What follows belongs to an exercise in optimizing a design on an open flow for small area and a short achievable clock period; a production flow would make more cautious choices. In this exercise RTL edits were held to simulation tests only and were not proved equivalent to the original.

==> inputs of job 6945 <==
## s4_modulate
module s4_modulate (
    input  wire        clk,
    input  wire        rst,
    input  wire        in_valid,
    input  wire        rail,       
    input  wire        cmode,      
    input  wire        lead,       
    input  wire [31:0] v,          
    input  wire [31:0] rvin,       
    input  wire [31:0] icmd,       
    input  wire [31:0] isamp,      
    input  wire [31:0] kc,         
    input  wire [31:0] dmin,       
    input  wire [31:0] dmax,       
    input  wire [31:0] dmid,       
    input  wire [17:0] lper,       
    input  wire [11:0] tonmin,     
    input  wire [11:0] toffmin,    
    output reg         out_valid,
    output reg  [26:0] on_word,    
    output reg  [26:0] off_word,   
    output reg  [27:0] ton,        
    output reg         skip        
);
export LEC_CHECK = 0
export ABC_AREA = 1
export CAP_MARGIN = 20
export CORE_MARGIN = 2
export CORE_UTILIZATION = 50
export SLEW_MARGIN = 70
export SYNTH_HIERARCHICAL = 1
export SYNTH_MINIMUM_KEEP_SIZE = 0
create_clock -name core_clock -period 25.0 [get_ports {clk}]
run.sh (not shown) runs the stock make flow with config.mk's settings and CLKGATE_MAP_FILE= SYNTH_SCRIPT=/design/flow/synth_recipe.tcl, a recipe that flattens the netlist after the stock synthesis.
==> job 7987: changes against job 6945 <==
--- a/flow/design.v
+++ b/flow/design.v
@@ -1620,17 +1620,16 @@
         s1_dmax    <= s0_dmax;
         s1_lper    <= s0_lper;
         s1_tonmin  <= s0_tonmin;
         s1_toffmin <= s0_toffmin;
     end
     wire [26:0] fl = {1'b0, s1_fl0} + {1'b0, s1_fl1};
     wire        kf = fl[26];
     wire        bf = fl[25] & (|fl[24:0]);           
-    wire        kb, bb, k0;
     wire bk_one0 = s1_kc[0] ^ 1'b0;
     wire bk_two0 = (s1_kc[1] & ~s1_kc[0] & ~1'b0) | (~s1_kc[1] & s1_kc[0] & 1'b0);
     wire bk_neg0 = s1_kc[1];
     wire [33:0] bk_pp0;
     assign bk_pp0[0] = ((bk_one0 & s1_ierr[0]) | (bk_two0 & 1'b0)) ^ bk_neg0;
     assign bk_pp0[1] = ((bk_one0 & s1_ierr[1]) | (bk_two0 & s1_ierr[0])) ^ bk_neg0;
     assign bk_pp0[2] = ((bk_one0 & s1_ierr[2]) | (bk_two0 & s1_ierr[1])) ^ bk_neg0;
     assign bk_pp0[3] = ((bk_one0 & s1_ierr[3]) | (bk_two0 & s1_ierr[2])) ^ bk_neg0;
@@ -2289,17 +2288,16 @@
     wire ts100053, tc100054;
     s4m_fa u_ts100053 (.a(bk_pp3[5]), .b(bk_pp4[3]), .c(bk_pp5[1]), .s(ts100053), .co(tc100054));
     wire ts100055, tc100056;
     s4m_fa u_ts100055 (.a(tc100042), .b(tc100044), .c(ts100051), .s(ts100055), .co(tc100056));
     wire ts100057, tc100058;
     s4m_fa u_ts100057 (.a(ts100053), .b(tc100046), .c(ts100055), .s(ts100057), .co(tc100058));
     wire ts100059, tc100060;
     s4m_ha u_ts100059 (.a(tc100048), .b(ts100057), .s(ts100059), .co(tc100060));
-    wire [12:0] bl = {1'b0, {tc100050, tc100040, ts100037, tc100024, tc100018, ts100015, tc100008, ts100005, tc100002, ts100001, bk_pp0[1], bk_pp0[0]}} + {1'b0, {ts100059, ts100049, ts100039, ts100031, ts100023, ts100017, ts100011, ts100007, ts100003, 1'b0, 1'b0, bk_neg0}};
     wire ts100061, tc100062;
     s4m_fa u_ts100061 (.a(s1_fh0[0]), .b(s1_fh1[0]), .c(bk_neg6), .s(ts100061), .co(tc100062));
     wire ts100063, tc100064;
     s4m_fa u_ts100063 (.a(ts100061), .b(bk_pp0[12]), .c(bk_pp1[10]), .s(ts100063), .co(tc100064));
     wire ts100065, tc100066;
     s4m_fa u_ts100065 (.a(bk_pp2[8]), .b(bk_pp3[6]), .c(bk_pp4[4]), .s(ts100065), .co(tc100066));
     wire ts100067, tc100068;
     s4m_fa u_ts100067 (.a(bk_pp5[2]), .b(bk_pp6[0]), .c(tc100052), .s(ts100067), .co(tc100068));
@@ -3373,66 +3371,65 @@
     s4m_fa1 u_ts101135 (.a(bk_pp14[32]), .b(bk_pp15[30]), .s(ts101135), .co(tc101136));
     wire ts101137, tc101138;
     s4m_ha u_ts101137 (.a(ts101135), .b(tc101132), .s(ts101137), .co(tc101138));
     wire ts101139, tc101140;
     s4m_fa u_ts101139 (.a(bk_pp15[31]), .b(~bk_pp14[33]), .c(tc101136), .s(ts101139), .co(tc101140));
     wire ts101141, tc101142;
     assign ts101141 = ~bk_pp15[32];
     assign tc101142 = bk_pp15[32];
-    assign kb = bl[12];
-    assign bb = bl[11] & (|bl[10:0]);                
-    assign k0 = bf & bb;
-    reg        s2_valid, s2_cmode, s2_lead, s2_b0, s2_kb, s2_k0;
+    reg        s2_valid, s2_cmode, s2_lead, s2_bf;
     reg [53:0] s2_h0;
     reg [53:1] s2_h1;
+    reg [11:0] s2_bl0, s2_bl1;
     reg [31:0] s2_dmin, s2_dmax;
     reg [17:0] s2_lper;
     reg [11:0] s2_tonmin, s2_toffmin;
     always @(posedge clk) begin
         if (rst) s2_valid <= 1'b0;
         else     s2_valid <= s1_valid;
         s2_cmode   <= s1_cmode;
         s2_lead    <= s1_lead;
-        s2_b0      <= bf ^ bb;
-        s2_kb      <= kb;
-        s2_k0      <= k0;
+        s2_bf      <= bf;
         s2_h0      <= {1'b1, 1'b1, ~bk_pp15[33], tc101140, tc101138, tc101134, tc101130, tc101124, tc101118, tc101110, tc101102, tc101092, tc101082, tc101070, tc101058, tc101044, tc101026, tc101006, tc100986, tc100964, tc100942, tc100918, tc100894, tc100868, tc100842, tc100814, tc100786, tc100756, tc100726, tc100694, tc100662, tc100628, tc100594, tc100560, tc100526, tc100492, tc100460, tc100428, tc100398, ts100397, tc100340, tc100312, tc100286, tc100260, tc100236, tc100212, tc100190, tc100168, ts100167, tc100128, tc100110, tc100092, tc100076, ts100075};
         s2_h1      <= {1'b0, 1'b0, tc101142, ts101141, ts101139, ts101137, ts101133, ts101129, ts101123, ts101117, ts101109, ts101101, ts101091, ts101081, ts101069, ts101057, ts101043, ts101025, ts101005, ts100985, ts100963, ts100941, ts100917, ts100893, ts100867, ts100841, ts100813, ts100785, ts100755, ts100725, ts100693, ts100661, ts100627, ts100593, ts100559, ts100525, ts100491, ts100459, ts100427, 1'b0, ts100367, ts100339, ts100311, ts100285, ts100259, ts100235, ts100211, ts100189, 1'b0, ts100147, ts100127, ts100109, ts100091};
+        s2_bl0     <= {tc100050, tc100040, ts100037, tc100024, tc100018, ts100015, tc100008, ts100005, tc100002, ts100001, bk_pp0[1], bk_pp0[0]};
+        s2_bl1     <= {ts100059, ts100049, ts100039, ts100031, ts100023, ts100017, ts100011, ts100007, ts100003, 1'b0, 1'b0, bk_neg0};
         s2_dmin    <= s1_dmin;
         s2_dmax    <= s1_dmax;
         s2_lper    <= s1_lper;
         s2_tonmin  <= s1_tonmin;
         s2_toffmin <= s1_toffmin;
     end
-    wire [55:0] hsum = {s2_h0, 1'b1} + {s2_h1, s2_kb, s2_k0};
-    wire [54:0] dsum = {hsum[54:1], s2_b0};
+    wire [12:0] bl   = {1'b0, s2_bl0} + {1'b0, s2_bl1};
+    wire        kb   = bl[12];
+    wire        bb   = bl[11] & (|bl[10:0]);           
+    wire [55:0] hsum = {s2_h0, 1'b1} + {s2_h1, kb, s2_bf & bb};
+    wire [54:0] dsum = {hsum[54:1], s2_bf ^ bb};
     wire        d_ok = (dsum[54:31] == {24{dsum[31]}});
     wire [31:0] dsat = d_ok ? dsum[31:0] : {dsum[54], {31{~dsum[54]}}};
-    wire        d_lo = d_ok ? ($signed(dsum[31:0]) < $signed(s2_dmin)) : dsum[54];
-    wire        d_hi = d_ok ? ($signed(dsum[31:0]) > $signed(s2_dmax)) : ~dsum[54];
-    reg        s3_valid, s3_cmode, s3_lead, s3_lo, s3_hi;
+    reg        s3_valid, s3_cmode, s3_lead;
     reg [31:0] s3_dsat, s3_dmin, s3_dmax;
     reg [17:0] s3_lper;
     reg [11:0] s3_tonmin, s3_toffmin;
     always @(posedge clk) begin
         if (rst) s3_valid <= 1'b0;
         else     s3_valid <= s2_valid;
         s3_cmode   <= s2_cmode;
         s3_lead    <= s2_lead;
-        s3_lo      <= d_lo;
-        s3_hi      <= d_hi;
         s3_dsat    <= dsat;
         s3_dmin    <= s2_dmin;
         s3_dmax    <= s2_dmax;
         s3_lper    <= s2_lper;
         s3_tonmin  <= s2_tonmin;
         s3_toffmin <= s2_toffmin;
     end
-    wire [31:0] duty = s3_lo ? s3_dmin : s3_hi ? s3_dmax : s3_dsat;
+    wire        d_lo = $signed(s3_dsat) < $signed(s3_dmin);
+    wire        d_hi = $signed(s3_dsat) > $signed(s3_dmax);
+    wire [31:0] duty = d_lo ? s3_dmin : d_hi ? s3_dmax : s3_dsat;
     wire bl_one0 = s3_lper[0] ^ 1'b0;
     wire bl_two0 = (s3_lper[1] & ~s3_lper[0] & ~1'b0) | (~s3_lper[1] & s3_lper[0] & 1'b0);
     wire bl_neg0 = s3_lper[1];
     wire [32:0] bl_pp0;
     assign bl_pp0[0] = ((bl_one0 & duty[0]) | (bl_two0 & 1'b0)) ^ bl_neg0;
     assign bl_pp0[1] = ((bl_one0 & duty[1]) | (bl_two0 & duty[0])) ^ bl_neg0;
     assign bl_pp0[2] = ((bl_one0 & duty[2]) | (bl_two0 & duty[1])) ^ bl_neg0;
     assign bl_pp0[3] = ((bl_one0 & duty[3]) | (bl_two0 & duty[2])) ^ bl_neg0;
- SLEW_MARGIN: 70 -> 20
==> comparison table <==
quantity	job 6945	job 7987
Sequential fraction of the synthesis area	0.257	0.250
Clock net sink count	1251	1269
Clock Buffer Count	184	177
Fraction of final layout cells sized beyond drive strength 1	0.0759	0.0564
Rows	162	165
CORE AREA	194000 µm²	202000 µm²
Starting DRT DRC Count	8534	9594
Cell Count Post-Placement	13.2k	14.4k
Mux contribution to synthesized area	0.00370	0.00355
Worst min-delay path endpoint	s2_lper[1]$_DFF_P_	s3_dmax[30]$_DFF_P_
Area fraction of the dominant cell type after synthesis	0.257	0.250
Library cell contributing the largest single delay on the critical path	sky130_fd_sc_hd__clkdlybuf4s50_1	sky130_fd_sc_hd__nand3_1
Worst flop-to-flop path endpoint	s2_h1[22]$_DFF_P_	s4_t1[34]$_DFF_P_
Status	finished clean	finished clean
Period Utilization, post-route	0.269	0.308
Largest fanout on the critical path	1	33
Path depth of the worst reg2reg path	14	21
Number of tap cells inserted	2542	2672
RePlAce Congestion	0.963	0.957
Detailed Routing Iterations Pass 1	7	8
Final hold slack	0.302 ns	0.298 ns

========
==> 09-19: inputs <==
Another version of the RTL of s4_modulate (not shown whole).
clock: 25.0 ns
lec_check: 0
abc_area: 1
cap_margin: 20
core_margin: 2
core_utilization: 60
place_density: 0.7
slew_margin: 50
synth_hierarchical: 1
synth_minimum_keep_size: 0
standard.sh (not shown) runs the stock make flow with config.mk's settings and CLKGATE_MAP_FILE= SYNTH_SCRIPT=/design/flow/synth_recipe.tcl, a recipe that flattens the netlist after the stock synthesis.
==> flow/flow/run.sh <==
#!/bin/bash
# The standard layout (standard.sh, the design's clock period and
# constraints), except that the port buffers are plain sky130_fd_sc_hd__buf_2
# cells instead of the delay buffers buffer_ports picks by itself.
# Each step's full output goes to its own log file here; ORFS also keeps its
# per-step logs under orfs/logs/.
set -euo pipefail
export BUFFER_PORTS_ARGS="-buffer_cell sky130_fd_sc_hd__buf_2"
for step in synth floorplan place cts route finish; do
    bash standard.sh "$step" > "flow_${step}.log" 2>&1
done
==> 09-28: changes against 09-19 <==
--- a/flow/config.mk
+++ b/flow/config.mk
@@ -8,8 +8,10 @@
 export ABC_AREA = 1
 export CAP_MARGIN = 20
 export CORE_MARGIN = 2
-export CORE_UTILIZATION = 60
-export PLACE_DENSITY = 0.7
+export CORE_UTILIZATION = 65
+export CTS_CLUSTER_DIAMETER = 80
+export CTS_CLUSTER_SIZE = 24
+export PLACE_DENSITY = 0.75
 export SLEW_MARGIN = 50
 export SYNTH_HIERARCHICAL = 1
 export SYNTH_MINIMUM_KEEP_SIZE = 0
==> 06-17: changes against 09-19 <==
--- a/flow/config.mk
+++ b/flow/config.mk
@@ -8,8 +8,10 @@
 export ABC_AREA = 1
 export CAP_MARGIN = 20
 export CORE_MARGIN = 2
-export CORE_UTILIZATION = 60
-export PLACE_DENSITY = 0.7
+export CORE_UTILIZATION = 68
+export CTS_CLUSTER_DIAMETER = 80
+export CTS_CLUSTER_SIZE = 24
+export PLACE_DENSITY = 0.78
 export SLEW_MARGIN = 50
 export SYNTH_HIERARCHICAL = 1
 export SYNTH_MINIMUM_KEEP_SIZE = 0
==> metrics.yaml <==
critical_path:
  reg2reg_depth: 18
layout:
  final-clk-cell-share_pct: 4.31
  area_growth_pct: 8.72
  antenna_cells: 1
floorplan:
  die-area_um2: 161000
place:
  dpl.hpwl_um: 221000
  placed_area_um2: 98100
cts:
  clock_latency_ns: 0.79
global_routing:
  grt_pass1_wl_um: 489000
status:
  status: "timing/DRC/antenna clean"
The numbers above come from 09-19.

==> metrics.yaml <==
place:
  placed_area_um2: 98000
  dpl.hpwl_um: 221000
floorplan:
  die-area_um2: 148000
layout:
  largest_cell_class: "multi-input combinational cells"
  final-nonclk-buf-share_pct: 3.57
  antenna_cells: 3
  final-clk-cell-share_pct: 2.45
  area_growth_pct: 6.57
status:
  status: "timing/DRC/antenna clean"
route:
  route.layer.met1.wl_um: 117000
critical_path:
  reg2reg_depth: 13
The numbers above come from 09-28.

==> metrics.yaml <==
floorplan:
  die-area_um2: 142000
place:
  dpl.hpwl_um: 214000
status:
  status: "timing/DRC/antenna clean"
global_routing:
  grt_pass1_wl_um: 478000
cts:
  clock_latency_ns: 0.75
critical_path:
  reg2reg_depth: 17
layout:
  final-clk-cell-share_pct: 2.48
  antenna_cells: 2
  area_growth_pct: 6.57
The numbers above come from 06-17.

[separate check: timing with driven ports]
Ports are ideal in the flow. The routed layouts listed here were re-timed in OpenROAD. Step 1 sets driving cells, clkbuf_16 on the clock port and buf_2 on the other inputs (assumed; they add their load-dependent delay and slew). Step 2, shift: input delay + t, output delay - t, t = (earliest + latest rising clock arrival at the registers) / 2. This alone moves slack from input paths to output paths. a / b / c = ideal / step 1 / step 2; a / b = the first two.
run	t (ns)	setup slack, ns	worst slew at a driven data input, ns
job 6945	0.930	18.281 / 18.186 / 18.982	0.13
job 7987	0.911	17.301 / 17.301 / 17.301	0.15
09-19	0.869	18.698 / 18.611 / 18.816	0.06
09-28	0.803	18.765 / 18.682 / 18.866	0.07
06-17	0.810	18.759 / 18.674 / 18.923	0.07
After both steps every run listed still meets setup and hold.
